Source: an optimization exercise on an open RTL-to-GDS flow (aim: small area and a short achievable clock period). Production flows keep margins and buffers that such runs may drop. Only the layout flow was run in this run; the RTL was not checked for function there. Power and IR drop assume default switching activity.

==> flow/design.v <==
module lw_cv_rx (
    input  wire        clk,
    input  wire        rst,
    input  wire [1:0]  cfg_poly,
    input  wire        cfg_refin,
    input  wire        cfg_refout,
    input  wire        cfg_xorout,
    input  wire        cfg_init,
    input  wire        cfg_order,
    input  wire [7:0]  cfg_skip,
    input  wire        in_valid,
    input  wire        in_sop,
    input  wire        in_eop,
    input  wire        in_disc,
    input  wire [3:0]  in_nbytes,
    input  wire [63:0] in_data,
    input  wire        cnt_clr,
    output reg         cv_valid,
    output reg  [1:0]  cv_res,
    output reg  [31:0] cv_last,
    output reg  [31:0] cv_units,
    output reg  [15:0] cv_fail,
    output reg  [15:0] cv_short
);
    localparam [1:0] CHK_NONE = 2'd0;
    localparam [1:0] CHK_OK   = 2'd1;
    localparam [1:0] CHK_BAD  = 2'd2;
    function [31:0] sinit;
        input [1:0] poly;
        input [3:0] d;
        begin
            case ({poly, d})
                6'd0: sinit = 32'h46AF6449;
                6'd1: sinit = 32'h339FDE2F;
                6'd2: sinit = 32'h68B932F5;
                6'd3: sinit = 32'h955A6162;
                6'd4: sinit = 32'hF50B27F7;
                6'd5: sinit = 32'hC2A1038C;
                6'd6: sinit = 32'h7535D075;
                6'd7: sinit = 32'h1727635B;
                6'd8: sinit = 32'hD61C3A65;
                6'd16: sinit = 32'h2A26F826;
                6'd17: sinit = 32'hAAD955D3;
                6'd18: sinit = 32'h12647B10;
                6'd19: sinit = 32'h11FFA28F;
                6'd20: sinit = 32'h48081204;
                6'd21: sinit = 32'h043379AF;
                6'd22: sinit = 32'h6BC65337;
                6'd23: sinit = 32'hFDDCB433;
                6'd24: sinit = 32'hF931DF69;
                6'd32: sinit = 32'h000084CF;
                6'd33: sinit = 32'h00002D71;
                6'd34: sinit = 32'h00005437;
                6'd35: sinit = 32'h0000DA3E;
                6'd36: sinit = 32'h0000F125;
                6'd37: sinit = 32'h00008DB1;
                6'd38: sinit = 32'h0000988F;
                6'd39: sinit = 32'h00006965;
                6'd40: sinit = 32'h0000C921;
                6'd48: sinit = 32'h00000048;
                6'd49: sinit = 32'h00000018;
                6'd50: sinit = 32'h00000069;
                6'd51: sinit = 32'h000000A0;
                6'd52: sinit = 32'h000000E2;
                6'd53: sinit = 32'h00000095;
                6'd54: sinit = 32'h00000084;
                6'd55: sinit = 32'h000000EE;
                6'd56: sinit = 32'h00000022;
                default: sinit = 32'h0;
            endcase
        end
    endfunction
    function [7:0] rev8;
        input [7:0] b;
        integer q;
        begin
            for (q = 0; q < 8; q = q + 1) rev8[q] = b[7-q];
        end
    endfunction
    reg [1:0]  poly_q;
    reg        refin_q, refout_q, xorout_q, init_q, order_q;
    reg [7:0]  skip_q;           
    reg [95:0] xv_q;             
    reg [31:0] hist_q;           
    reg [2:0]  cnt_q;            
    wire [1:0] poly_e   = in_sop ? cfg_poly   : poly_q;
    wire       refin_e  = in_sop ? cfg_refin  : refin_q;
    wire       init_e   = in_sop ? cfg_init   : init_q;
    wire [7:0] skip_e   = in_sop ? cfg_skip   : skip_q;
    wire [2:0] cnt_e    = in_sop ? 3'd0       : cnt_q;
    wire [95:0] xv = xv_q;
    wire [31:0] s_r0;
    wire [31:0] s_r1;
    wire [15:0] s_r2;
    wire [7:0]  s_r3;
    wire [356:0] xs;     
    assign xs[0] = xv[40] ^ xv[69];
    assign xs[1] = xv[47] ^ xv[56];
    assign xs[2] = xv[48] ^ xv[57];
    assign xs[3] = xv[41] ^ xv[63];
    assign xs[4] = xv[42] ^ xv[71];
    assign xs[5] = xv[38] ^ xv[60];
    assign xs[6] = xv[82] ^ xv[83];
    assign xs[7] = xv[32] ^ xv[77];
    assign xs[8] = xv[34] ^ xv[70];
    assign xs[9] = xv[36] ^ xv[65];
    assign xs[10] = xv[37] ^ xv[45];
    assign xs[11] = xv[61] ^ xv[79];
    assign xs[12] = xv[33] ^ xv[68];
    assign xs[13] = xv[50] ^ xv[59];
    assign xs[14] = xv[39] ^ xv[64];
    assign xs[15] = xv[44] ^ xv[73];
    assign xs[16] = xv[46] ^ xv[55];
    assign xs[17] = xv[49] ^ xv[58];
    assign xs[18] = xv[54] ^ xv[74];
    assign xs[19] = xv[84] ^ xv[92];
    assign xs[20] = xv[52] ^ xv[72];
    assign xs[21] = xv[66] ^ xv[67];
    assign xs[22] = xv[35] ^ xv[53];
    assign xs[23] = xv[43] ^ xv[78];
    assign xs[24] = xv[86] ^ xv[91];
    assign xs[25] = xv[62] ^ xv[80];
    assign xs[26] = xv[75] ^ xv[76];
    assign xs[27] = xv[85] ^ xv[90];
    assign xs[28] = xv[51] ^ xv[81];
    assign xs[29] = xv[88] ^ xv[93];
    assign xs[30] = xv[89] ^ xv[94];
    assign xs[31] = xv[87] ^ xs[19];
    assign xs[32] = xs[0] ^ xs[12];
    assign xs[33] = xv[95] ^ xs[6];
    assign xs[34] = xs[2] ^ xs[7];
    assign xs[35] = xs[11] ^ xs[21];
    assign xs[36] = xs[1] ^ xs[9];
    assign xs[37] = xs[3] ^ xs[13];
    assign xs[38] = xs[4] ^ xs[5];
    assign xs[39] = xv[83] ^ xv[84];
    assign xs[40] = xv[38] ^ xs[17];
    assign xs[41] = xv[95] ^ xs[27];
    assign xs[42] = xs[8] ^ xs[14];
    assign xs[43] = xv[20] ^ xv[24];
    assign xs[44] = xv[21] ^ xv[25];
    assign xs[45] = xv[22] ^ xv[26];
    assign xs[46] = xv[31] ^ xv[68];
    assign xs[47] = xv[33] ^ xv[94];
    assign xs[48] = xv[36] ^ xv[53];
    assign xs[49] = xv[39] ^ xv[77];
    assign xs[50] = xv[41] ^ xv[71];
    assign xs[51] = xv[51] ^ xv[67];
    assign xs[52] = xv[58] ^ xv[61];
    assign xs[53] = xv[32] ^ xs[10];
    assign xs[54] = xv[40] ^ xs[23];
    assign xs[55] = xv[43] ^ xs[16];
    assign xs[56] = xv[60] ^ xs[25];
    assign xs[57] = xv[79] ^ xs[15];
    assign xs[58] = xv[35] ^ xv[57];
    assign xs[59] = xv[42] ^ xv[72];
    assign xs[60] = xv[56] ^ xv[59];
    assign xs[61] = xv[62] ^ xv[81];
    assign xs[62] = xv[63] ^ xv[80];
    assign xs[63] = xv[87] ^ xv[92];
    assign xs[64] = xv[37] ^ xs[0];
    assign xs[65] = xv[66] ^ xs[22];
    assign xs[66] = xv[75] ^ xs[18];
    assign xs[67] = xv[78] ^ xs[16];
    assign xs[68] = xv[23] ^ xv[30];
    assign xs[69] = xv[35] ^ xv[64];
    assign xs[70] = xv[38] ^ xv[70];
    assign xs[71] = xv[50] ^ xv[76];
    assign xs[72] = xv[29] ^ xs[10];
    assign xs[73] = xv[34] ^ xs[29];
    assign xs[74] = xv[37] ^ xs[2];
    assign xs[75] = xv[46] ^ xs[20];
    assign xs[76] = xv[59] ^ xs[1];
    assign xs[77] = xv[73] ^ xs[8];
    assign xs[78] = xv[82] ^ xs[28];
    assign xs[79] = xs[3] ^ xs[4];
    assign xs[80] = xs[24] ^ xs[26];
    assign xs[81] = xv[12] ^ xv[54];
    assign xs[82] = xv[16] ^ xv[44];
    assign xs[83] = xv[27] ^ xv[43];
    assign xs[84] = xv[28] ^ xv[39];
    assign xs[85] = xv[32] ^ xv[52];
    assign xs[86] = xv[45] ^ xv[48];
    assign xs[87] = xv[47] ^ xv[61];
    assign xs[88] = xv[56] ^ xv[70];
    assign xs[89] = xv[58] ^ xv[69];
    assign xs[90] = xv[65] ^ xv[81];
    assign xs[91] = xv[85] ^ xv[94];
    assign xs[92] = xv[89] ^ xv[90];
    assign xs[93] = xv[35] ^ xs[14];
    assign xs[94] = xv[55] ^ xs[9];
    assign xs[95] = xv[55] ^ xs[30];
    assign xs[96] = xv[63] ^ xs[7];
    assign xs[97] = xv[64] ^ xs[18];
    assign xs[98] = xv[68] ^ xs[17];
    assign xs[99] = xv[74] ^ xs[24];
    assign xs[100] = xv[76] ^ xs[11];
    assign xs[101] = xv[88] ^ xs[6];
    assign xs[102] = xv[52] ^ xs[55];
    assign xs[103] = xv[60] ^ xs[34];
    assign xs[104] = xs[5] ^ xs[33];
    assign xs[105] = xs[12] ^ xs[35];
    assign xs[106] = xv[14] ^ xv[51];
    assign xs[107] = xv[18] ^ xv[62];
    assign xs[108] = xv[36] ^ xv[73];
    assign xs[109] = xv[37] ^ xv[57];
    assign xs[110] = xv[40] ^ xv[54];
    assign xs[111] = xv[44] ^ xv[49];
    assign xs[112] = xv[51] ^ xv[95];
    assign xs[113] = xv[65] ^ xv[72];
    assign xs[114] = xv[71] ^ xv[91];
    assign xs[115] = xv[11] ^ xs[22];
    assign xs[116] = xv[17] ^ xs[44];
    assign xs[117] = xv[41] ^ xs[2];
    assign xs[118] = xv[42] ^ xs[10];
    assign xs[119] = xv[47] ^ xs[26];
    assign xs[120] = xv[66] ^ xs[20];
    assign xs[121] = xv[71] ^ xs[63];
    assign xs[122] = xv[87] ^ xs[39];
    assign xs[123] = xv[93] ^ xs[15];
    assign xs[124] = xs[21] ^ xs[23];
    assign xs[125] = xs[22] ^ xs[28];
    assign xs[126] = xs[43] ^ xs[46];
    assign xs[127] = xv[40] ^ xs[31];
    assign xs[128] = xv[77] ^ xs[42];
    assign xs[129] = xv[78] ^ xs[99];
    assign xs[130] = xv[84] ^ xs[37];
    assign xs[131] = xs[27] ^ xs[32];
    assign xs[132] = xs[30] ^ xs[36];
    assign xs[133] = xs[38] ^ xs[45];
    assign xs[134] = xv[15] ^ xv[19];
    assign xs[135] = xv[19] ^ xv[45];
    assign xs[136] = xv[25] ^ xv[36];
    assign xs[137] = xv[30] ^ xv[74];
    assign xs[138] = xv[33] ^ xv[46];
    assign xs[139] = xv[33] ^ xv[89];
    assign xs[140] = xv[34] ^ xv[74];
    assign xs[141] = xv[37] ^ xv[52];
    assign xs[142] = xv[44] ^ xv[82];
    assign xs[143] = xv[48] ^ xv[68];
    assign xs[144] = xv[53] ^ xv[65];
    assign xs[145] = xv[54] ^ xv[64];
    assign xs[146] = xv[77] ^ xv[80];
    assign xs[147] = xv[4] ^ xs[20];
    assign xs[148] = xv[7] ^ xs[16];
    assign xs[149] = xv[8] ^ xs[1];
    assign xs[150] = xv[9] ^ xs[4];
    assign xs[151] = xv[23] ^ xs[81];
    assign xs[152] = xv[24] ^ xs[13];
    assign xs[153] = xv[26] ^ xs[58];
    assign xs[154] = xv[27] ^ xs[8];
    assign xs[155] = xv[34] ^ xs[5];
    assign xs[156] = xv[38] ^ xs[47];
    assign xs[157] = xv[42] ^ xs[25];
    assign xs[158] = xv[49] ^ xs[29];
    assign xs[159] = xv[53] ^ xs[14];
    assign xs[160] = xv[56] ^ xs[17];
    assign xs[161] = xv[57] ^ xs[25];
    assign xs[162] = xv[58] ^ xs[15];
    assign xs[163] = xv[59] ^ xs[3];
    assign xs[164] = xv[60] ^ xs[0];
    assign xs[165] = xv[66] ^ xs[89];
    assign xs[166] = xv[67] ^ xs[5];
    assign xs[167] = xv[73] ^ xs[19];
    assign xs[168] = xv[76] ^ xs[70];
    assign xs[169] = xv[78] ^ xs[11];
    assign xs[170] = xv[79] ^ xs[62];
    assign xs[171] = xv[85] ^ xs[61];
    assign xs[172] = xv[86] ^ xs[30];
    assign xs[173] = xv[91] ^ xs[27];
    assign xs[174] = xv[93] ^ xs[18];
    assign xs[175] = xs[2] ^ xs[6];
    assign xs[176] = xs[6] ^ xs[9];
    assign xs[177] = xs[7] ^ xs[50];
    assign xs[178] = xs[10] ^ xs[59];
    assign xs[179] = xs[14] ^ xs[52];
    assign xs[180] = xs[18] ^ xs[91];
    assign xs[181] = xs[43] ^ xs[51];
    assign xs[182] = xs[47] ^ xs[60];
    assign xs[183] = xv[10] ^ xs[53];
    assign xs[184] = xv[62] ^ xs[67];
    assign xs[185] = xv[65] ^ xs[54];
    assign xs[186] = xv[67] ^ xs[56];
    assign xs[187] = xv[90] ^ xs[31];
    assign xs[188] = xv[93] ^ xs[33];
    assign xs[189] = xs[1] ^ xs[65];
    assign xs[190] = xs[11] ^ xs[76];
    assign xs[191] = xs[13] ^ xs[120];
    assign xs[192] = xs[23] ^ xs[75];
    assign xs[193] = xs[28] ^ xs[31];
    assign xs[194] = xs[34] ^ xs[64];
    assign xs[195] = xs[35] ^ xs[54];
    assign xs[196] = xs[40] ^ xs[41];
    assign xs[197] = xs[42] ^ xs[82];
    assign xs[198] = xs[78] ^ xs[121];
    assign xs[199] = xv[29] ^ xs[133];
    assign xs[200] = xv[0] ^ xv[79];
    assign xs[201] = xv[1] ^ xv[69];
    assign xs[202] = xv[2] ^ xv[41];
    assign xs[203] = xv[2] ^ xv[46];
    assign xs[204] = xv[3] ^ xv[46];
    assign xs[205] = xv[6] ^ xv[41];
    assign xs[206] = xv[8] ^ xv[70];
    assign xs[207] = xv[14] ^ xv[67];
    assign xs[208] = xv[15] ^ xv[48];
    assign xs[209] = xv[17] ^ xv[21];
    assign xs[210] = xv[20] ^ xv[57];
    assign xs[211] = xv[23] ^ xv[47];
    assign xs[212] = xv[24] ^ xv[63];
    assign xs[213] = xv[28] ^ xv[59];
    assign xs[214] = xv[31] ^ xv[69];
    assign xs[215] = xv[38] ^ xv[53];
    assign xs[216] = xv[39] ^ xv[75];
    assign xs[217] = xv[39] ^ xv[76];
    assign xs[218] = xv[41] ^ xv[88];
    assign xs[219] = xv[43] ^ xv[62];
    assign xs[220] = xv[43] ^ xv[68];
    assign xs[221] = xv[46] ^ xv[95];
    assign xs[222] = xv[49] ^ xv[75];
    assign xs[223] = xv[52] ^ xv[54];
    assign xs[224] = xv[56] ^ xv[64];
    assign xs[225] = xv[61] ^ xv[69];
    assign xs[226] = xv[70] ^ xv[92];
    assign xs[227] = xv[72] ^ xv[74];
    assign xs[228] = xv[72] ^ xv[89];
    assign xs[229] = xv[77] ^ xv[79];
    assign xs[230] = xv[85] ^ xv[87];
    assign xs[231] = xv[88] ^ xv[94];
    assign xs[232] = xv[16] ^ xs[44];
    assign xs[233] = xv[18] ^ xs[1];
    assign xs[234] = xv[28] ^ xs[9];
    assign xs[235] = xv[32] ^ xs[86];
    assign xs[236] = xv[33] ^ xs[8];
    assign xs[237] = xv[43] ^ xs[110];
    assign xs[238] = xv[44] ^ xs[52];
    assign xs[239] = xv[45] ^ xs[15];
    assign xs[240] = xv[45] ^ xs[69];
    assign xs[241] = xv[48] ^ xs[4];
    assign xs[242] = xv[50] ^ xs[8];
    assign xs[243] = xv[51] ^ xs[21];
    assign xs[244] = xv[52] ^ xs[46];
    assign xs[245] = xv[53] ^ xs[0];
    assign xs[246] = xv[54] ^ xs[17];
    assign xs[247] = xv[55] ^ xs[48];
    assign xs[248] = xv[60] ^ xs[3];
    assign xs[249] = xv[64] ^ xs[7];
    assign xs[250] = xv[66] ^ xs[107];
    assign xs[251] = xv[69] ^ xs[12];
    assign xs[252] = xv[71] ^ xs[85];
    assign xs[253] = xv[74] ^ xs[20];
    assign xs[254] = xv[75] ^ xs[0];
    assign xs[255] = xv[76] ^ xs[49];
    assign xs[256] = xv[78] ^ xs[0];
    assign xs[257] = xv[80] ^ xs[5];
    assign xs[258] = xv[81] ^ xs[21];
    assign xs[259] = xv[82] ^ xs[114];
    assign xs[260] = xv[83] ^ xs[25];
    assign xs[261] = xv[83] ^ xs[26];
    assign xs[262] = xv[86] ^ xs[14];
    assign xs[263] = xv[87] ^ xs[92];
    assign xs[264] = xs[2] ^ xs[48];
    assign xs[265] = xs[4] ^ xs[24];
    assign xs[266] = xs[10] ^ xs[13];
    assign xs[267] = xs[12] ^ xs[223];
    assign xs[268] = xs[15] ^ xs[58];
    assign xs[269] = xs[16] ^ xs[17];
    assign xs[270] = xs[16] ^ xs[90];
    assign xs[271] = xs[19] ^ xs[111];
    assign xs[272] = xs[20] ^ xs[90];
    assign xs[273] = xs[22] ^ xs[26];
    assign xs[274] = xs[24] ^ xs[71];
    assign xs[275] = xs[26] ^ xs[88];
    assign xs[276] = xs[29] ^ xs[39];
    assign xs[277] = xs[50] ^ xs[146];
    assign xs[278] = xs[68] ^ xs[106];
    assign xs[279] = xs[68] ^ xs[135];
    assign xs[280] = xs[69] ^ xs[143];
    assign xs[281] = xs[71] ^ xs[203];
    assign xs[282] = xv[5] ^ xs[32];
    assign xs[283] = xv[6] ^ xs[66];
    assign xs[284] = xv[13] ^ xs[93];
    assign xs[285] = xv[26] ^ xs[77];
    assign xs[286] = xv[27] ^ xs[79];
    assign xs[287] = xv[28] ^ xs[162];
    assign xs[288] = xv[30] ^ xs[67];
    assign xs[289] = xv[35] ^ xs[57];
    assign xs[290] = xv[39] ^ xs[56];
    assign xs[291] = xv[47] ^ xs[37];
    assign xs[292] = xv[50] ^ xs[172];
    assign xs[293] = xv[58] ^ xs[95];
    assign xs[294] = xv[61] ^ xs[153];
    assign xs[295] = xv[65] ^ xs[100];
    assign xs[296] = xv[79] ^ xs[124];
    assign xs[297] = xv[80] ^ xs[80];
    assign xs[298] = xv[81] ^ xs[80];
    assign xs[299] = xv[91] ^ xs[180];
    assign xs[300] = xs[3] ^ xs[40];
    assign xs[301] = xs[6] ^ xs[95];
    assign xs[302] = xs[8] ^ xs[36];
    assign xs[303] = xs[13] ^ xs[38];
    assign xs[304] = xs[15] ^ xs[72];
    assign xs[305] = xs[23] ^ xs[94];
    assign xs[306] = xs[27] ^ xs[31];
    assign xs[307] = xs[32] ^ xs[176];
    assign xs[308] = xs[33] ^ xs[73];
    assign xs[309] = xs[36] ^ xs[97];
    assign xs[310] = xs[36] ^ xs[278];
    assign xs[311] = xs[37] ^ xs[275];
    assign xs[312] = xs[38] ^ xs[88];
    assign xs[313] = xs[41] ^ xs[179];
    assign xs[314] = xs[45] ^ xs[243];
    assign xs[315] = xs[48] ^ xs[53];
    assign xs[316] = xs[49] ^ xs[79];
    assign xs[317] = xs[50] ^ xs[123];
    assign xs[318] = xs[53] ^ xs[125];
    assign xs[319] = xs[55] ^ xs[97];
    assign xs[320] = xs[56] ^ xs[98];
    assign xs[321] = xs[57] ^ xs[117];
    assign xs[322] = xs[57] ^ xs[273];
    assign xs[323] = xs[61] ^ xs[73];
    assign xs[324] = xs[63] ^ xs[157];
    assign xs[325] = xs[68] ^ xs[148];
    assign xs[326] = xs[72] ^ xs[136];
    assign xs[327] = xs[74] ^ xs[134];
    assign xs[328] = xs[74] ^ xs[174];
    assign xs[329] = xs[75] ^ xs[101];
    assign xs[330] = xs[77] ^ xs[87];
    assign xs[331] = xs[80] ^ xs[109];
    assign xs[332] = xs[83] ^ xs[149];
    assign xs[333] = xs[84] ^ xs[152];
    assign xs[334] = xs[96] ^ xs[112];
    assign xs[335] = xs[98] ^ xs[166];
    assign xs[336] = xs[115] ^ xs[151];
    assign xs[337] = xs[116] ^ xs[213];
    assign xs[338] = xs[118] ^ xs[246];
    assign xs[339] = xs[119] ^ xs[126];
    assign xs[340] = xs[169] ^ xs[262];
    assign xs[341] = xs[170] ^ xs[274];
    assign xs[342] = xs[181] ^ xs[227];
    assign xs[343] = xs[210] ^ xs[252];
    assign xs[344] = xs[228] ^ xs[266];
    assign xs[345] = xv[84] ^ xs[195];
    assign xs[346] = xs[23] ^ xs[130];
    assign xs[347] = xs[32] ^ xs[184];
    assign xs[348] = xs[40] ^ xs[105];
    assign xs[349] = xs[47] ^ xs[191];
    assign xs[350] = xs[64] ^ xs[189];
    assign xs[351] = xs[102] ^ xs[307];
    assign xs[352] = xs[103] ^ xs[167];
    assign xs[353] = xs[156] ^ xs[188];
    assign xs[354] = xs[158] ^ xs[330];
    assign xs[355] = xs[182] ^ xs[198];
    assign xs[356] = xs[196] ^ xs[328];
    assign s_r0[0] = (((xs[34] ^ xs[41]) ^ (xs[100] ^ xs[165])) ^ (((xv[93] ^ xs[3]) ^ (xs[5] ^ xs[142])) ^ ((xs[224] ^ (xv[0] ^ xv[86])) ^ xs[324])));
    assign s_r0[1] = (((xs[173] ^ xs[182]) ^ (xs[235] ^ (xs[90] ^ xs[111]))) ^ (((xs[201] ^ xs[217]) ^ (xs[218] ^ xs[226])) ^ (xs[104] ^ xs[296])));
    assign s_r0[2] = ((((xv[67] ^ xv[89]) ^ xs[42]) ^ (xs[122] ^ xs[235])) ^ ((xs[281] ^ (xs[114] ^ (xv[56] ^ xv[62]))) ^ (xs[131] ^ xs[300])));
    assign s_r0[3] = ((xs[291] ^ (xs[265] ^ (xv[88] ^ xs[19]))) ^ (((xs[58] ^ xs[113]) ^ (xs[204] ^ (xv[49] ^ xv[51]))) ^ (xs[128] ^ xs[131])));
    assign s_r0[4] = (((xs[147] ^ xs[259]) ^ (xs[268] ^ (xv[38] ^ xs[11]))) ^ (((xs[25] ^ xs[71]) ^ xs[302]) ^ (xs[334] ^ (xs[92] ^ xs[54]))));
    assign s_r0[5] = ((((xv[5] ^ xv[33]) ^ xs[38]) ^ ((xv[56] ^ xs[20]) ^ (xs[108] ^ xs[217]))) ^ (((xs[225] ^ xs[230]) ^ xs[129]) ^ (xs[188] ^ xs[318])));
    assign s_r0[6] = (((xs[77] ^ xs[156]) ^ ((xv[86] ^ xs[11]) ^ (xs[48] ^ xs[49]))) ^ (((xs[109] ^ xs[219]) ^ xs[127]) ^ (xs[283] ^ xs[329])));
    assign s_r0[7] = ((((xv[55] ^ xs[4]) ^ (xs[92] ^ (xv[7] ^ xv[34]))) ^ xs[350]) ^ (xs[352] ^ (xs[340] ^ (xs[66] ^ xs[101]))));
    assign s_r0[8] = (((xs[96] ^ xs[124]) ^ (xs[164] ^ xs[271])) ^ (((xs[24] ^ xs[59]) ^ (xs[69] ^ xs[139])) ^ ((xs[206] ^ xs[33]) ^ (xs[66] ^ xs[94]))));
    assign s_r0[9] = (((xs[224] ^ xs[242]) ^ (xs[261] ^ (xv[9] ^ xs[10]))) ^ ((xs[105] ^ xs[305]) ^ (xs[306] ^ xs[317])));
    assign s_r0[10] = (((xs[248] ^ xs[259]) ^ (xs[280] ^ (xs[51] ^ xs[52]))) ^ (((xs[113] ^ xs[140]) ^ (xs[221] ^ xs[231])) ^ (xs[183] ^ xs[187])));
    assign s_r0[11] = (((xs[163] ^ xs[263]) ^ ((xv[11] ^ xs[12]) ^ xs[103])) ^ ((xs[289] ^ xs[297]) ^ (xs[329] ^ (xs[17] ^ xs[36]))));
    assign s_r0[12] = (((xs[57] ^ xs[171]) ^ ((xv[49] ^ xs[1]) ^ (xs[139] ^ (xv[12] ^ xv[38])))) ^ ((xs[129] ^ xs[130]) ^ (xs[308] ^ xs[315])));
    assign s_r0[13] = (((xs[155] ^ xs[170]) ^ (xs[175] ^ (xv[51] ^ xs[138]))) ^ ((xs[284] ^ xs[292]) ^ (xs[306] ^ (xs[66] ^ xs[118]))));
    assign s_r0[14] = (((xs[73] ^ xs[93]) ^ (xs[122] ^ (xs[9] ^ xs[28]))) ^ (((xs[87] ^ (xv[14] ^ xv[40])) ^ xs[102]) ^ (xs[196] ^ xs[297])));
    assign s_r0[15] = (((xs[65] ^ xs[171]) ^ (xs[255] ^ (xs[13] ^ xs[24]))) ^ (((xs[141] ^ xs[142]) ^ (xs[208] ^ xs[218])) ^ (xs[127] ^ xs[132])));
    assign s_r0[16] = ((xs[315] ^ (xs[100] ^ xs[160])) ^ ((xs[256] ^ xs[260]) ^ ((xs[51] ^ xs[82]) ^ (xs[145] ^ (xv[88] ^ xv[89])))));
    assign s_r0[17] = ((xs[130] ^ (xs[229] ^ xs[161])) ^ ((xs[267] ^ xs[270]) ^ ((xv[17] ^ xs[10]) ^ (xs[70] ^ xs[92]))));
    assign s_r0[18] = (((xs[38] ^ xs[67]) ^ (xs[78] ^ xs[159])) ^ ((xs[165] ^ xs[173]) ^ (xs[233] ^ (xv[34] ^ xs[62]))));
    assign s_r0[19] = ((xs[190] ^ ((xv[19] ^ xv[67]) ^ xs[93])) ^ ((xs[175] ^ xs[237]) ^ (xs[272] ^ (xs[24] ^ xs[226]))));
    assign s_r0[20] = ((xs[317] ^ xs[320]) ^ ((xs[94] ^ xs[175]) ^ ((xv[66] ^ (xv[20] ^ xv[53])) ^ xs[127])));
    assign s_r0[21] = (((xv[21] ^ xs[225]) ^ (xs[37] ^ xs[160])) ^ ((xs[178] ^ xs[180]) ^ (xs[258] ^ xs[276])));
    assign s_r0[22] = (((xs[35] ^ xs[55]) ^ (xs[123] ^ (xv[80] ^ xs[7]))) ^ (((xs[30] ^ xs[89]) ^ (xs[143] ^ (xv[22] ^ xv[51]))) ^ (xs[187] ^ xs[311])));
    assign s_r0[23] = (((xs[231] ^ xs[163]) ^ ((xv[70] ^ xs[85]) ^ (xs[86] ^ xs[211]))) ^ (xs[348] ^ (xs[129] ^ xs[198])));
    assign s_r0[24] = (((xs[152] ^ xs[159]) ^ (xs[241] ^ xs[251])) ^ (((xs[63] ^ xs[222]) ^ xs[186]) ^ (xs[308] ^ ((xv[79] ^ xv[89]) ^ xs[75]))));
    assign s_r0[25] = (((xs[125] ^ xs[164]) ^ ((xv[90] ^ xs[30]) ^ (xs[39] ^ xs[62]))) ^ (((xs[71] ^ xs[113]) ^ (xs[220] ^ (xv[25] ^ xv[54]))) ^ xs[354]));
    assign s_r0[26] = ((xs[341] ^ (xs[153] ^ xs[174])) ^ (((xs[85] ^ xs[108]) ^ xs[193]) ^ (xs[293] ^ xs[312])));
    assign s_r0[27] = (((xs[146] ^ xs[247]) ^ (xs[253] ^ (xv[75] ^ xs[29]))) ^ (xs[355] ^ ((xs[83] ^ xs[109]) ^ xs[313])));
    assign s_r0[28] = ((xs[331] ^ ((xv[78] ^ xs[20]) ^ (xs[30] ^ xs[60]))) ^ (((xs[110] ^ xs[144]) ^ xs[104]) ^ (xs[287] ^ xs[323])));
    assign s_r0[29] = (((xs[65] ^ xs[100]) ^ (xs[163] ^ (xs[18] ^ xs[49]))) ^ ((((xv[29] ^ xv[45]) ^ (xv[57] ^ xv[73])) ^ xs[104]) ^ (xs[187] ^ xs[293])));
    assign s_r0[30] = ((xs[313] ^ (xs[66] ^ xs[276])) ^ (((xv[91] ^ xs[60]) ^ ((xv[36] ^ xv[40]) ^ (xv[42] ^ xv[77]))) ^ (xs[186] ^ xs[288])));
    assign s_r0[31] = ((xs[331] ^ (xs[95] ^ xs[171])) ^ ((xs[248] ^ (xs[19] ^ xs[46])) ^ (xs[185] ^ xs[190])));
    assign s_r1[0] = (((xs[37] ^ xs[247]) ^ (xs[260] ^ (xv[44] ^ xs[91]))) ^ (((xs[200] ^ xs[216]) ^ xs[129]) ^ (xs[194] ^ xs[335])));
    assign s_r1[1] = ((xs[340] ^ ((xv[1] ^ xv[95]) ^ xs[32])) ^ ((xs[257] ^ xs[193]) ^ (xs[311] ^ xs[338])));
    assign s_r1[2] = (((xs[78] ^ xs[161]) ^ ((xs[0] ^ xs[29]) ^ (xs[202] ^ xs[230]))) ^ ((xs[102] ^ xs[128]) ^ (xs[295] ^ xs[303])));
    assign s_r1[3] = (((xs[101] ^ xs[172]) ^ (xs[238] ^ (xs[20] ^ xs[28]))) ^ ((xs[185] ^ xs[189]) ^ (xs[316] ^ ((xv[3] ^ xv[70]) ^ xs[56]))));
    assign s_r1[4] = (((xs[239] ^ xs[263]) ^ (xs[264] ^ (xv[59] ^ xs[61]))) ^ (xs[345] ^ ((xs[145] ^ xs[33]) ^ (xs[79] ^ xs[147]))));
    assign s_r1[5] = (((xs[98] ^ xs[101]) ^ (xs[173] ^ xs[178])) ^ (((xs[3] ^ xs[144]) ^ xs[186]) ^ (xs[319] ^ ((xv[5] ^ xv[84]) ^ xs[57]))));
    assign s_r1[6] = (((xs[205] ^ xs[159]) ^ xs[352]) ^ (((xv[46] ^ xs[61]) ^ xs[132]) ^ (xs[195] ^ xs[338])));
    assign s_r1[7] = (((xs[142] ^ xs[148]) ^ xs[356]) ^ ((xs[157] ^ xs[105]) ^ (xs[185] ^ xs[291])));
    assign s_r1[8] = (((xs[48] ^ xs[140]) ^ ((xv[57] ^ xv[66]) ^ xs[54])) ^ ((xs[118] ^ xs[149]) ^ (xs[249] ^ (xv[85] ^ xs[28]))));
    assign s_r1[9] = ((xs[299] ^ ((xv[9] ^ xv[49]) ^ xs[96])) ^ (xs[351] ^ ((xs[13] ^ xs[22]) ^ xs[290])));
    assign s_r1[10] = (((xs[34] ^ xs[42]) ^ (xs[76] ^ (xs[19] ^ xs[25]))) ^ (xs[348] ^ ((xs[28] ^ (xv[10] ^ xv[95])) ^ xs[299])));
    assign s_r1[11] = ((((xv[44] ^ xv[79]) ^ (xv[81] ^ xv[91])) ^ (xs[115] ^ xs[177])) ^ (((xv[92] ^ xs[9]) ^ (xs[140] ^ xs[141])) ^ xs[353]));
    assign s_r1[12] = (((xs[216] ^ (xv[34] ^ xv[36])) ^ ((xv[78] ^ xv[80]) ^ xs[65])) ^ ((xs[178] ^ (xs[19] ^ xs[81])) ^ xs[353]));
    assign s_r1[13] = (((xs[123] ^ (xv[69] ^ xs[18])) ^ xs[346]) ^ (((xs[22] ^ xs[221]) ^ xs[298]) ^ (xs[320] ^ ((xv[13] ^ xv[34]) ^ xs[34]))));
    assign s_r1[14] = (((xs[207] ^ xs[117]) ^ (xs[168] ^ (xs[6] ^ xs[12]))) ^ (((xs[14] ^ xs[24]) ^ (xs[87] ^ xs[110])) ^ (xs[318] ^ xs[324])));
    assign s_r1[15] = ((xs[323] ^ (xs[31] ^ xs[40])) ^ (xs[351] ^ ((xv[54] ^ xs[208]) ^ xs[316])));
    assign s_r1[16] = (((xs[158] ^ (xv[85] ^ xs[59])) ^ xs[346]) ^ (xs[350] ^ (xs[197] ^ xs[301])));
    assign s_r1[17] = (((xs[41] ^ xs[237]) ^ (xs[240] ^ (xv[17] ^ xs[9]))) ^ (((xs[39] ^ xs[51]) ^ xs[292]) ^ (xs[312] ^ xs[321])));
    assign s_r1[18] = (((xs[35] ^ xs[122]) ^ (xs[254] ^ (xs[86] ^ xs[107]))) ^ (((xs[144] ^ (xv[90] ^ xv[94])) ^ xs[192]) ^ (xs[303] ^ xs[334])));
    assign s_r1[19] = ((((xv[88] ^ xs[39]) ^ (xs[52] ^ xs[70])) ^ xs[349]) ^ (((xs[108] ^ xs[112]) ^ xs[194]) ^ (xs[319] ^ ((xv[19] ^ xv[86]) ^ xs[119]))));
    assign s_r1[20] = ((xs[343] ^ (xs[112] ^ xs[32])) ^ ((xs[77] ^ xs[122]) ^ (xs[132] ^ xs[341])));
    assign s_r1[21] = (((xs[65] ^ xs[74]) ^ (xs[236] ^ xs[253])) ^ ((xs[277] ^ (xv[88] ^ xs[89])) ^ (xs[193] ^ ((xv[21] ^ xv[64]) ^ xs[41]))));
    assign s_r1[22] = (((xs[242] ^ xs[272]) ^ ((xs[18] ^ xs[29]) ^ xs[194])) ^ ((xs[289] ^ xs[290]) ^ (xs[301] ^ ((xv[22] ^ xv[68]) ^ xs[79]))));
    assign s_r1[23] = (((xs[93] ^ xs[265]) ^ ((xs[15] ^ xs[88]) ^ (xs[219] ^ (xv[23] ^ xv[84])))) ^ ((xs[103] ^ xs[105]) ^ (xs[344] ^ (xs[41] ^ xs[78]))));
    assign s_r1[24] = (((xs[176] ^ xs[239]) ^ ((xv[61] ^ xs[17]) ^ (xs[51] ^ xs[212]))) ^ ((xs[131] ^ xs[192]) ^ ((xs[99] ^ xs[121]) ^ (xs[155] ^ xs[161]))));
    assign s_r1[25] = (((xs[257] ^ xs[258]) ^ xs[354]) ^ (((xs[20] ^ xs[91]) ^ xs[127]) ^ ((xs[136] ^ xs[34]) ^ (xs[67] ^ xs[240]))));
    assign s_r1[26] = (((xs[76] ^ xs[254]) ^ (xs[270] ^ (xs[7] ^ xs[15]))) ^ (((xs[29] ^ xs[62]) ^ (xs[114] ^ xs[139])) ^ (xs[104] ^ xs[294])));
    assign s_r1[27] = (((xs[249] ^ xs[271]) ^ ((xs[1] ^ xs[62]) ^ (xs[215] ^ (xv[55] ^ xv[82])))) ^ ((xs[131] ^ xs[298]) ^ (xs[344] ^ (xs[35] ^ xs[154]))));
    assign s_r1[28] = (((xs[97] ^ xs[234]) ^ (xs[269] ^ (xs[8] ^ (xv[40] ^ xv[63])))) ^ (xs[355] ^ (xs[322] ^ ((xv[90] ^ xv[93]) ^ xs[53]))));
    assign s_r1[29] = (((xs[277] ^ (xv[91] ^ xs[16])) ^ xs[349]) ^ (((xs[26] ^ xs[58]) ^ xs[104]) ^ (xs[309] ^ (xs[72] ^ xs[73]))));
    assign s_r1[30] = (((xs[167] ^ xs[261]) ^ ((xv[95] ^ xs[21]) ^ (xs[49] ^ xs[52]))) ^ ((xs[132] ^ xs[288]) ^ ((xs[59] ^ xs[74]) ^ (xs[125] ^ xs[155]))));
    assign s_r1[31] = (((xs[244] ^ xs[255]) ^ xs[345]) ^ (xs[356] ^ ((xv[82] ^ xs[108]) ^ ((xv[35] ^ xv[62]) ^ xs[76]))));
    assign s_r2[0] = (((xs[83] ^ xs[200]) ^ xs[342]) ^ ((xs[40] ^ xs[234]) ^ (xs[280] ^ (xs[4] ^ xs[82]))));
    assign s_r2[1] = ((xs[191] ^ xs[304]) ^ ((xs[222] ^ xs[116]) ^ ((xs[9] ^ xs[84]) ^ (xs[201] ^ xs[220]))));
    assign s_r2[2] = ((xs[304] ^ xs[314]) ^ (((xv[18] ^ xv[70]) ^ xs[245]) ^ (xs[281] ^ (xs[5] ^ xs[137]))));
    assign s_r2[3] = (((xs[70] ^ xs[87]) ^ (xs[204] ^ xs[66])) ^ ((xs[244] ^ xs[279]) ^ ((xv[27] ^ xs[49]) ^ (xs[50] ^ xs[51]))));
    assign s_r2[4] = ((xs[184] ^ xs[339]) ^ ((xs[147] ^ xs[241]) ^ (xs[245] ^ (xv[32] ^ xs[84]))));
    assign s_r2[5] = (((xs[181] ^ xs[232]) ^ ((xv[29] ^ xs[7]) ^ xs[282])) ^ ((xs[286] ^ xs[287]) ^ (xs[309] ^ (xs[22] ^ xs[168]))));
    assign s_r2[6] = (((xs[251] ^ (xv[30] ^ xs[4])) ^ (xs[128] ^ xs[283])) ^ ((xs[305] ^ xs[337]) ^ ((xs[45] ^ xs[72]) ^ (xs[117] ^ xs[120]))));
    assign s_r2[7] = (((xs[154] ^ xs[160]) ^ xs[199]) ^ (((xs[113] ^ (xv[18] ^ xv[31])) ^ xs[322]) ^ (xs[325] ^ (xs[64] ^ xs[124]))));
    assign s_r2[8] = (((xs[168] ^ xs[177]) ^ (xs[268] ^ xs[279])) ^ (((xs[18] ^ xs[46]) ^ xs[332]) ^ (xs[333] ^ ((xv[36] ^ xv[72]) ^ xs[35]))));
    assign s_r2[9] = (((xs[150] ^ xs[162]) ^ xs[347]) ^ (((xs[84] ^ (xv[31] ^ xv[75])) ^ xs[103]) ^ (xs[326] ^ xs[342])));
    assign s_r2[10] = (((xs[32] ^ (xv[29] ^ xs[26])) ^ ((xs[44] ^ xs[137]) ^ xs[183])) ^ ((xs[190] ^ xs[192]) ^ (xs[285] ^ xs[300])));
    assign s_r2[11] = ((((xv[27] ^ xv[62]) ^ xs[115]) ^ (xs[119] ^ (xs[13] ^ xs[137]))) ^ (((xs[138] ^ xs[214]) ^ xs[128]) ^ (xs[133] ^ xs[321])));
    assign s_r2[12] = ((xs[339] ^ ((xv[40] ^ xv[45]) ^ xs[96])) ^ ((xs[151] ^ xs[166]) ^ (xs[169] ^ xs[197])));
    assign s_r2[13] = ((xs[295] ^ (xs[116] ^ xs[177])) ^ (xs[347] ^ ((xv[24] ^ xs[86]) ^ xs[284])));
    assign s_r2[14] = ((xs[302] ^ ((xv[14] ^ xv[25]) ^ xs[250])) ^ ((xs[256] ^ (xv[49] ^ xs[3])) ^ ((xs[45] ^ xs[59]) ^ (xs[138] ^ xs[229]))));
    assign s_r2[15] = ((xs[296] ^ xs[327]) ^ ((xs[211] ^ (xv[50] ^ xs[69])) ^ (xs[285] ^ xs[286])));
    assign s_r3[0] = ((((xv[16] ^ xv[62]) ^ xs[126]) ^ (xs[179] ^ xs[264])) ^ (xs[199] ^ ((xs[106] ^ (xv[0] ^ xv[15])) ^ xs[332])));
    assign s_r3[1] = ((((xv[63] ^ xs[85]) ^ (xs[111] ^ xs[145])) ^ xs[199]) ^ ((((xv[1] ^ xv[8]) ^ (xv[9] ^ xv[53])) ^ xs[310]) ^ (xs[337] ^ (xs[64] ^ xs[126]))));
    assign s_r3[2] = (((xs[165] ^ xs[232]) ^ (xs[267] ^ (xv[55] ^ xs[107]))) ^ (((xs[202] ^ xs[206]) ^ xs[183]) ^ (xs[310] ^ ((xv[20] ^ xv[50]) ^ xs[150]))));
    assign s_r3[3] = (((xs[236] ^ (xv[11] ^ xs[60])) ^ ((xs[209] ^ xs[212]) ^ (xs[214] ^ xs[215]))) ^ ((xs[102] ^ xs[314]) ^ (xs[327] ^ ((xv[3] ^ xv[10]) ^ xs[150]))));
    assign s_r3[4] = ((xs[343] ^ ((xv[22] ^ xv[25]) ^ xs[233])) ^ (((xs[83] ^ (xv[4] ^ xv[10])) ^ xs[197]) ^ (xs[335] ^ xs[336])));
    assign s_r3[5] = ((((xv[13] ^ xv[26]) ^ xs[94]) ^ (xs[238] ^ (xv[71] ^ xs[2]))) ^ (((xs[135] ^ xs[209]) ^ xs[282]) ^ (xs[333] ^ xs[336])));
    assign s_r3[6] = (((xs[154] ^ xs[164]) ^ (xs[250] ^ xs[269])) ^ (((xs[43] ^ xs[60]) ^ (xs[81] ^ xs[106])) ^ ((xs[205] ^ (xv[13] ^ xv[22])) ^ xs[326])));
    assign s_r3[7] = ((((xv[13] ^ xv[28]) ^ xs[37]) ^ (xs[38] ^ (xv[70] ^ xs[1]))) ^ (((xs[44] ^ xs[134]) ^ (xs[141] ^ xs[207])) ^ (xs[294] ^ xs[325])));
    reg  [31:0] s_cur;
    reg  [2:0]  w_bytes;
    reg  [31:0] wmask;
    always @* begin
        case (poly_q)
            2'd0:    begin s_cur = s_r0;           w_bytes = 3'd4; wmask = 32'hFFFF_FFFF; end
            2'd1:    begin s_cur = s_r1;           w_bytes = 3'd4; wmask = 32'hFFFF_FFFF; end
            2'd2:    begin s_cur = {16'h0, s_r2};  w_bytes = 3'd2; wmask = 32'h0000_FFFF; end
            default: begin s_cur = {24'h0, s_r3};  w_bytes = 3'd1; wmask = 32'h0000_00FF; end
        endcase
    end
    wire       skip_big = (skip_e > {4'd0, in_nbytes});
    wire [3:0] dskip    = skip_big ? in_nbytes : skip_e[3:0];
    wire [3:0] kcnt     = in_nbytes - dskip;
    wire [7:0] skip_nx  = skip_big ? skip_e - {4'd0, in_nbytes} : 8'd0;
    wire [3:0] cnt_sum  = {1'b0, cnt_e} + kcnt;
    wire [2:0] cnt_nx   = (cnt_sum > 4'd4) ? 3'd4 : cnt_sum[2:0];
    wire       use_init = in_sop | (skip_q != 8'd0);
    wire       skip_all = in_sop ? ((cfg_skip[7:4] != 4'd0) | (cfg_skip[3:0] >= in_nbytes)) :
                          ((skip_q != 8'd0) & ((skip_q[7:4] != 4'd0) | (skip_q[3:0] >= in_nbytes)));
    wire [31:0] s_e     = use_init ? (init_e ? sinit(poly_e, {1'b0, skip_e[2:0]}) : 32'h0) : s_cur;
    wire [31:0] s_0     = init_e ? sinit(poly_e, 4'd0) : 32'h0;
    reg  [63:0] bdat;
    integer j;
    always @* begin
        for (j = 0; j < 8; j = j + 1)
            bdat[63-8*j -: 8] = (in_sop ? (cfg_skip > j) : (skip_q > j)) ? 8'h00 :
                                (refin_e ? rev8(in_data[8*j +: 8]) : in_data[8*j +: 8]);
    end
    wire [2:0]  sh      = {in_nbytes[2] ^ (in_nbytes[1] | in_nbytes[0]),
                           in_nbytes[1] ^ in_nbytes[0], in_nbytes[0]};
    wire [95:0] xv_sh   = {s_e, bdat} >> {sh, 3'b000};
    wire [95:0] xv_nx   = ~in_valid ? {64'h0, s_cur} :
                          skip_all  ? {64'h0, s_0}   : xv_sh;
    wire [31:0] hist_nx;
    assign hist_nx[7:0]   = ~in_valid ? hist_q[7:0] : xv_sh[7:0];
    assign hist_nx[15:8]  = ~in_valid ? hist_q[15:8] :
                            (in_nbytes[3:1] != 3'd0) ? xv_sh[15:8] : hist_q[7:0];
    assign hist_nx[23:16] = ~in_valid ? hist_q[23:16] :
                            (in_nbytes[3:2] != 2'd0 || in_nbytes[1:0] == 2'd3) ? xv_sh[23:16] :
                            in_nbytes[1] ? hist_q[7:0] : hist_q[15:8];
    assign hist_nx[31:24] = ~in_valid ? hist_q[31:24] :
                            (in_nbytes[3:2] != 2'd0) ? xv_sh[31:24] :
                            (in_nbytes[1:0] == 2'd3) ? hist_q[7:0] :
                            in_nbytes[1] ? hist_q[15:8] : hist_q[23:16];
    reg  [2:0]  w_e;
    always @* begin
        case (poly_e)
            2'd0, 2'd1: w_e = 3'd4;
            2'd2:       w_e = 3'd2;
            default:    w_e = 3'd1;
        endcase
    end
    wire [3:0] cnt_all = {1'b0, cnt_e} + in_nbytes;
    wire [3:0] skip_w  = {1'b0, skip_e[2:0]} + {1'b0, w_e};
    wire is_short = (skip_e == 8'd0) ? (cnt_all < {1'b0, w_e}) :
                    ((skip_e[7:3] != 5'd0) | (in_nbytes < skip_w));
    wire [31:0] a_v  = (hist_q ^ {32{xorout_q}}) & wmask;
    wire        p_rb = refin_q ^ refout_q;
    wire        p_sw = order_q ^ refout_q;
    wire [7:0]  g0 = p_rb ? rev8(hist_q[7:0])   : hist_q[7:0];
    wire [7:0]  g1 = p_rb ? rev8(hist_q[15:8])  : hist_q[15:8];
    wire [7:0]  g2 = p_rb ? rev8(hist_q[23:16]) : hist_q[23:16];
    wire [7:0]  g3 = p_rb ? rev8(hist_q[31:24]) : hist_q[31:24];
    reg  [31:0] rxr;
    always @* begin
        case (w_bytes)
            3'd4:    rxr = p_sw ? {g3, g2, g1, g0} : {g0, g1, g2, g3};
            3'd2:    rxr = p_sw ? {16'h0, g1, g0}  : {16'h0, g0, g1};
            default: rxr = {24'h0, g0};
        endcase
    end
    function [31:0] reflw;
        input [31:0] v;
        input [2:0]  wb;
        input        en;
        integer q;
        begin
            if (en) begin
                reflw = 32'h0;
                case (wb)
                    3'd4:    for (q = 0; q < 32; q = q + 1) reflw[q] = v[31-q];
                    3'd2:    for (q = 0; q < 16; q = q + 1) reflw[q] = v[15-q];
                    default: for (q = 0; q < 8;  q = q + 1) reflw[q] = v[7-q];
                endcase
            end else begin
                reflw = v;
            end
        end
    endfunction
    wire [31:0] fin = reflw(s_cur ^ a_v, w_bytes, refout_q);
    wire [31:0] tgt = a_v ^ rxr;
    wire        is_ok = (s_cur == tgt);
    wire unit_end = in_valid & in_eop;
    always @(posedge clk) begin
        if (in_valid) begin
            if (in_sop) begin
                poly_q   <= cfg_poly;
                refin_q  <= cfg_refin;
                refout_q <= cfg_refout;
                xorout_q <= cfg_xorout;
                init_q   <= cfg_init;
                order_q  <= cfg_order;
            end
            skip_q <= skip_nx;
            cnt_q  <= cnt_nx;
        end
        xv_q   <= xv_nx;
        hist_q <= hist_nx;
    end
    reg         chk_q;           
    reg  [1:0]  res_q;           
    reg  [31:0] last_q;          
    reg  [15:0] fail_q;          
    wire [15:0] fail_inc = (fail_q == 16'hFFFF) ? fail_q : fail_q + 16'd1;
    always @* begin
        cv_res  = chk_q ? (is_ok ? CHK_OK : CHK_BAD) : res_q;
        cv_last = chk_q ? fin : last_q;
        cv_fail = (chk_q & ~is_ok) ? fail_inc : fail_q;
    end
    wire        short_ev  = unit_end & ~in_disc & is_short;
    wire [31:0] units_inc = cv_units + 32'd1;
    wire [15:0] short_inc = (cv_short == 16'hFFFF) ? cv_short : cv_short + 16'd1;
    wire [15:0] short_d   = cnt_clr ? {15'd0, short_ev} : short_inc;
    always @(posedge clk) begin
        if (rst | unit_end)
            cv_units <= units_inc & {32{~rst}};
        if (rst | cnt_clr | short_ev)
            cv_short <= short_d & {16{~rst}};
    end
    always @(posedge clk) begin
        if (rst) begin
            cv_valid <= 1'b0;
            chk_q    <= 1'b0;
            res_q    <= CHK_NONE;
            last_q   <= 32'h0;
            fail_q   <= 16'h0;
        end else begin
            cv_valid <= unit_end;
            chk_q    <= unit_end & ~in_disc & ~is_short;
            res_q    <= unit_end ? (in_disc ? CHK_NONE : CHK_BAD) : cv_res;
            last_q   <= cv_last;
            fail_q   <= cnt_clr ? 16'h0 : cv_fail;
        end
    end
endmodule
==> flow/flow/run.sh <==
#!/bin/bash
# Layout flow: the standard flow (standard.sh) with two changes.
# 1. Synthesis maps the combinational logic with flow/abc_map.script instead of
#    ORFS's abc_speed.script, which restructures the XOR networks into much
#    larger logic. Everything else in synthesis, including the flip-flop
#    mapping, is the standard synthesis (flow/abc_synth.tcl wraps it).
# 2. The port buffers are buf_2 cells rather than the default delay buffers.
# Each tool's output goes to a log file in this folder (synth.log, layout.log)
# besides ORFS's own logs under orfs/logs.
set -euo pipefail
here=$(pwd)
export FLOW_ABC_SCRIPT=$here/flow/abc_map.script
export FLOW_STD_SYNTH=$here/synth_recipe.tcl
extra=(BUFFER_PORTS_ARGS="-buffer_cell sky130_fd_sc_hd__buf_2")
[[ -f flow/params.sh ]] && source flow/params.sh
# same make command as standard.sh, with our synthesis script, for synthesis only
sed -e "s#SYNTH_SCRIPT=[^ ]*#SYNTH_SCRIPT=$here/flow/abc_synth.tcl#" standard.sh > synth_only.sh
bash synth_only.sh synth "${extra[@]}" > synth.log 2>&1
# the rest of the standard flow reuses that synthesis
bash standard.sh finish "${extra[@]}" > layout.log 2>&1
==> flow/flow/abc_map.script <==
strash
dch
map -D 4000
topo
buffer -c
stime -c
upsize -c
dnsize -c
==> flow/flow/abc_synth.tcl <==
# The standard flow's synthesis script, but with the combinational logic mapped by
# abc_map.script instead of ORFS's abc_speed.script. Everything else,
# including the flip-flop mapping, is the standard synthesis.
proc abc {args} {
  set i [lsearch -exact $args -script]
  if { $i >= 0 } {
    lset args [expr { $i + 1 }] $::env(FLOW_ABC_SCRIPT)
  }
  yosys abc {*}$args
}
source $::env(FLOW_STD_SYNTH)
==> flow/flow/params.sh <==
extra+=(SETUP_SLACK_MARGIN=21.0)
==> flow/standard.sh <==
#!/bin/bash
# synth_recipe.tcl (not shown) runs the flow's synth.tcl, then flattens the netlist and writes it again
# the make line also repeats each setting of config.mk as NAME=value (left out here)
make -C /OpenROAD-flow-scripts/flow DESIGN_CONFIG=/design/flow/config.mk WORK_HOME=/design/flow/orfs CLKGATE_MAP_FILE= SYNTH_SCRIPT=/design/flow/synth_recipe.tcl "${@:-finish}"
==> flow/config.mk <==
export PLATFORM = sky130hd
export DESIGN_NAME = lw_cv_rx
export DESIGN_NICKNAME = lw_cv_rx
export VERILOG_FILES = /design/flow/design.v
export SDC_FILE = /design/flow/constraint.sdc
export NUM_CORES = 4
export LEC_CHECK = 0
export CAP_MARGIN = 20
export CORE_MARGIN = 2
export CORE_UTILIZATION = 30
export PLACE_DENSITY = 0.5
export SLEW_MARGIN = 20
==> flow/constraint.sdc <==
create_clock -name core_clock -period 33.0 [get_ports {clk}]
set_input_delay 6.6000 -clock core_clock [delete_from_list [all_inputs] [get_ports {clk}]]
set_output_delay 6.6000 -clock core_clock [all_outputs]
set_load 0.01 [all_outputs]
==> impl_metrics.py <==
metrics = {
    "outcome": {
        "run_status": "complete, no violations",
    },
    "setup_path": {
        "cp_cell_sequence": "inv_2 -> nand2_1 -> nand2_1 -> xor2_1 -> xor2_1 -> xor2_1 -> xnor2_1 -> o21ai_4 -> xor2_2 -> xnor2_1 -> nor4_1 -> nand4_1 -> nor2_1 -> nand4_1 -> nand2_4 -> buf_4 -> nor3_1 -> xor2_1 -> buf_2",
        "required_ns": 26.40,
        "cp_num_buf_inv": 3,
        "crit_path_end_kind": "output pin",
        "critPathKind": "register to output pin",
        "crit_top_cell": "xor2_1",
        "crit_arrival_ns": 5.32,
        "crit_path_max_incr_delay_ns": 0.68,
        "startpoint_type": "register",
        "crit_family": "XOR/XNOR gates",
        "crit_slowest_cell": "xor2_1",
        "critPathMaxFanout": 7,
    },
    "power_and_ir_drop": {
        "clkPwrFrac": 0.238,
        "sw_frac_of_total": 0.4773,
        "seqPwrFrac": 0.239,
        "p_leak_uw": 0.01435,
        "intPower_uw": 849.6,
        "p_switching_uw": 775.9,
        "powerDensity_mw_per_mm2": 45.53,
        "vdd_drop_max_uv": 29.03,
        "power_frac_comb": 0.523,
        "power_uw": 1626,
    },
    "min_path": {
        "hp-class": "register to register",
    },
    "run": {
        "maxCapViolCount": 0,
    },
    "cts": {
        "cts_buffers": 34,
        "cts_sinks": 246,
        "ctsHoldBuffers": 0,
        "cts_root_buf": "clkbuf_16",
        "path_clk_slew_ns": 0.06,
        "insertion_delay_ns": 0.59,
        "cts_tree": "built",
        "cts.htree.levels": 2,
        "cts_buffer_depth": 3,
    },
    "global_routing": {
        "antenna_found_initial": 1,
        "grt.overflow.total": 0,
        "grt_max_degree": 93,
        "grt_pass1_wl_um": 232200,
        "track_usage": 0.3355,
        "grt_pass1_vias": 27980,
    },
    "logic_synthesis": {
        "ys_seq_area_frac": 0.2019,
        "synth_compound_gate_area_share": 0.1680,
        "muxShareOfSynthArea": 0.005818,
        "synthCells": 4096,
        "postSynthAreaPerCell_sq_um": 7.141,
        "synth_fp_nets": 4231,
        "synth_area_leader_cell": "xor2_1",
        "yosys_warnings": 1,
        "synth_fa_ha_area_frac": 0.02079,
        "synth_seq_cells": 246,
        "syn-cell-area_sq_mm": 0.02925,
        "yosysUniqueCellTypes": 61,
        "synth.area.top_cells": "xor2_1 18%, xnor2_1 16%, dfxtp_1 10%",
        "synthSimpleGateAreaFrac": 0.1757,
        "synth_edf_count": 98,
        "synthFlopType": "dfxtp_1",
        "synthMostInstantiatedCell": "nand2_1",
        "synth.top_cell.area_share": 0.1839,
        "postSynth.asyncResetShare": 0,
        "synth_top_family_by_area": "XOR/XNOR gates",
        "synth_xor_area_frac": 0.3528,
        "synth_commonest_cells": "677 x nand2_1, 614 x xor2_1, 526 x xnor2_1, 346 x inv_1, 292 x nor2_1",
    },
    "placed_design": {
        "place_congestion": 1.074,
        "dp_hpwl_um": 141800,
        "place_ws_ns": 19.90,
        "port_buffers": 188,
    },
    "routing": {
        "routed-wl-met3_um": 15320,
        "route.detailed.drc": 0,
        "wl_met2_um": 73020,
        "routed_wl_um": 172300,
        "highest_layer": "met4",
        "vias": 30214,
        "routedWlPerCell_um": 31.08,
        "viasPerCell": 5.450,
        "drt-met1-wl_um": 74240,
        "ant_nets": 0,
        "firstDrtPassIters": 7,
        "drtIter0Drc": 3817,
    },
    "die": {
        "ios": 189,
        "start_util": 0.3024,
        "die_height_um": 316.2,
        "core_region_area_sq_mm": 0.09671,
        "die_x_um": 316.2,
        "dieArea_sq_mm": 0.1000,
        "rows": 114,
    },
    "sta": {
        "min_period_over_period": 0.3612,
        "hold_viol": 0,
        "tns_ns": 0,
        "clock.fmax_mhz": 83.89,
        "fin_worst_skew_ns": 0.02722,
        "rsz0062_at_grt": "no",
        "setup_slack_ns": 21.08,
        "setup_viol": 0,
        "min_period_ns": 11.92,
        "worstMarginPinSlew_ns": 1.155,
        "slew_viol_final": 0,
        "slew_headroom": 0.2221,
    },
    "finish": {
        "areaGrowthSynthToFinish_pct": 22.06,
        "drive_above_1_share": 0.1706,
        "finalNetCount": 4377,
    },
}
## what timing repair did
action,CTS,global route
buffers inserted,26,38
setup endpoints to repair,49,18
endpoints found under the hold margin,0,0
pin swaps,16,26
gates cloned,0,1
resized for setup,251,167
## metrics by stage
step / util / hold WS, ns / cell area, sq um / std cells
after floorplan: - / 0.4406 / 29250 / 4096
after global placement: 0.3256 / 0.4601 / 31490 / 5416
after detailed placement: 0.3261 / 0.4637 / 31540 / 5417
after CTS: 0.3554 / 0.4738 / 34370 / 5504
after global routing: 0.3691 / 0.5000 / 35700 / 5543
final: 0.3692 / 0.4718 / 35700 / 5544
## cells by family after synthesis
kind of cell / count (synthesis)
xor gates and xnor gates: 1157
AOI/OAI and AO/OA: 825
adders and majority gates: 45
DFF: 246
muxes: 17
and+or+nand+nor: 1237
buffers and inverters: 569
## path summary, 6_finish.rpt
kind	start	to	slack, ns	cells after the start
max	xv_q[32]	cv_fail[9]	21.08	19
min	last_q[5]	last_q[5]	0.47	2
max reg2reg	poly_q[1]	hist_q[26]	27.03	16
min reg2reg	last_q[5]	last_q[5]	0.47	2
## power groups by stage
stage / clock, uW / sequential, uW / combinational (uW)
floorplan: 0 / 368 / 491
detailed placement: 0 / 394 / 760
global route: 403 / 388 / 886
CTS: 394 / 387 / 795
finish: 386 / 389 / 850
global placement: 0 / 394 / 766
## flip-flops by register name, indices dropped and copies added, names as in the netlist, 2 cells and up
register / count
cnt_q: 3
cv_short: 16
cv_units: 32
fail_q: 16
hist_q: 32
last_q: 32
poly_q: 2
res_q: 2
skip_q: 8
xv_q: 96
## cell type report
class | instances | area (sq um)
tap | 1276 | 1597
sequential | 246 | 6023
timing repair inverter | 1 | 7.507
inverter | 365 | 1404
fill | 10374 | 61010
clock buffer | 47 | 960.9
multi-input combinational | 3281 | 23480
clock inverter | 14 | 182.7
antenna | 1 | 2.502
timing repair buffer | 313 | 2047
## metal layers
layer  global-route usage  up-vias
met5                    0        -
met4               0.1642        0
met3              0.05893      307
met2               0.5042     1621
met1               0.4623    14667
li1                     -    13619
## placed cells by master (no fill, tap or decap), types with 25 or more instances in the layout
master | netlist | layout
nand2_1 | 677 | 629
xor2_1 | 614 | 496
xnor2_1 | 526 | 485
inv_1 | 346 | 330
nor2_1 | 292 | 287
o21ai_0 | 290 | 283
a21oi_1 | 222 | 221
buf_2 | 32 | 188
buf_4 | 2 | 108
dfxtp_1 | 148 | 98
edfxtp_1 | 98 | 98
o211ai_1 | 87 | 87
xor2_2 | 10 | 81
nor3_1 | 74 | 74
nand3_1 | 71 | 69
xor2_4 | 2 | 49
o22ai_1 | 45 | 44
ha_1 | 39 | 38
clkbuf_16 | 0 | 35
nand2_2 | 18 | 34
xnor2_2 | 2 | 33
and2_1 | 30 | 30
a22oi_1 | 30 | 30
dfxtp_2 | 0 | 28
a211oi_1 | 27 | 27
nand2_4 | 0 | 26
a31oi_1 | 25 | 25
nor4_1 | 25 | 25
## tightest hold or removal path, cell delays in order, from the launching register on
cell     delay [ns]
dfxtp_1        0.30
nand2_1        0.07
a21oi_1        0.06

[re-timing with driven ports]
In the flow no input, the clock included, has a driving cell. The finished layout below was timed again as built, in two steps. Step 1: set_driving_cell puts a clkbuf_16 on clk and a buf_2 on each other input, an assumption about the parent block. Step 2 times the ports against the registers' clock, not the clock port: input delays grow and output delays shrink by t, the midpoint of the rising clock arrivals with the driver on. Slacks: ideal ports / drivers / drivers and shift; pairs: ideal ports / drivers.
shift t [ns]: 0.653
setup slack, ns: 21.080 / 21.008 / 20.634
hold WS [ns]: 0.472 / 0.472 / 0.472
pins driven straight from the clock port: 1
After both steps setup and hold are still met in this run. The setup slack of this run moves by -0.072 ns with the drivers and by -0.446 ns with both steps.
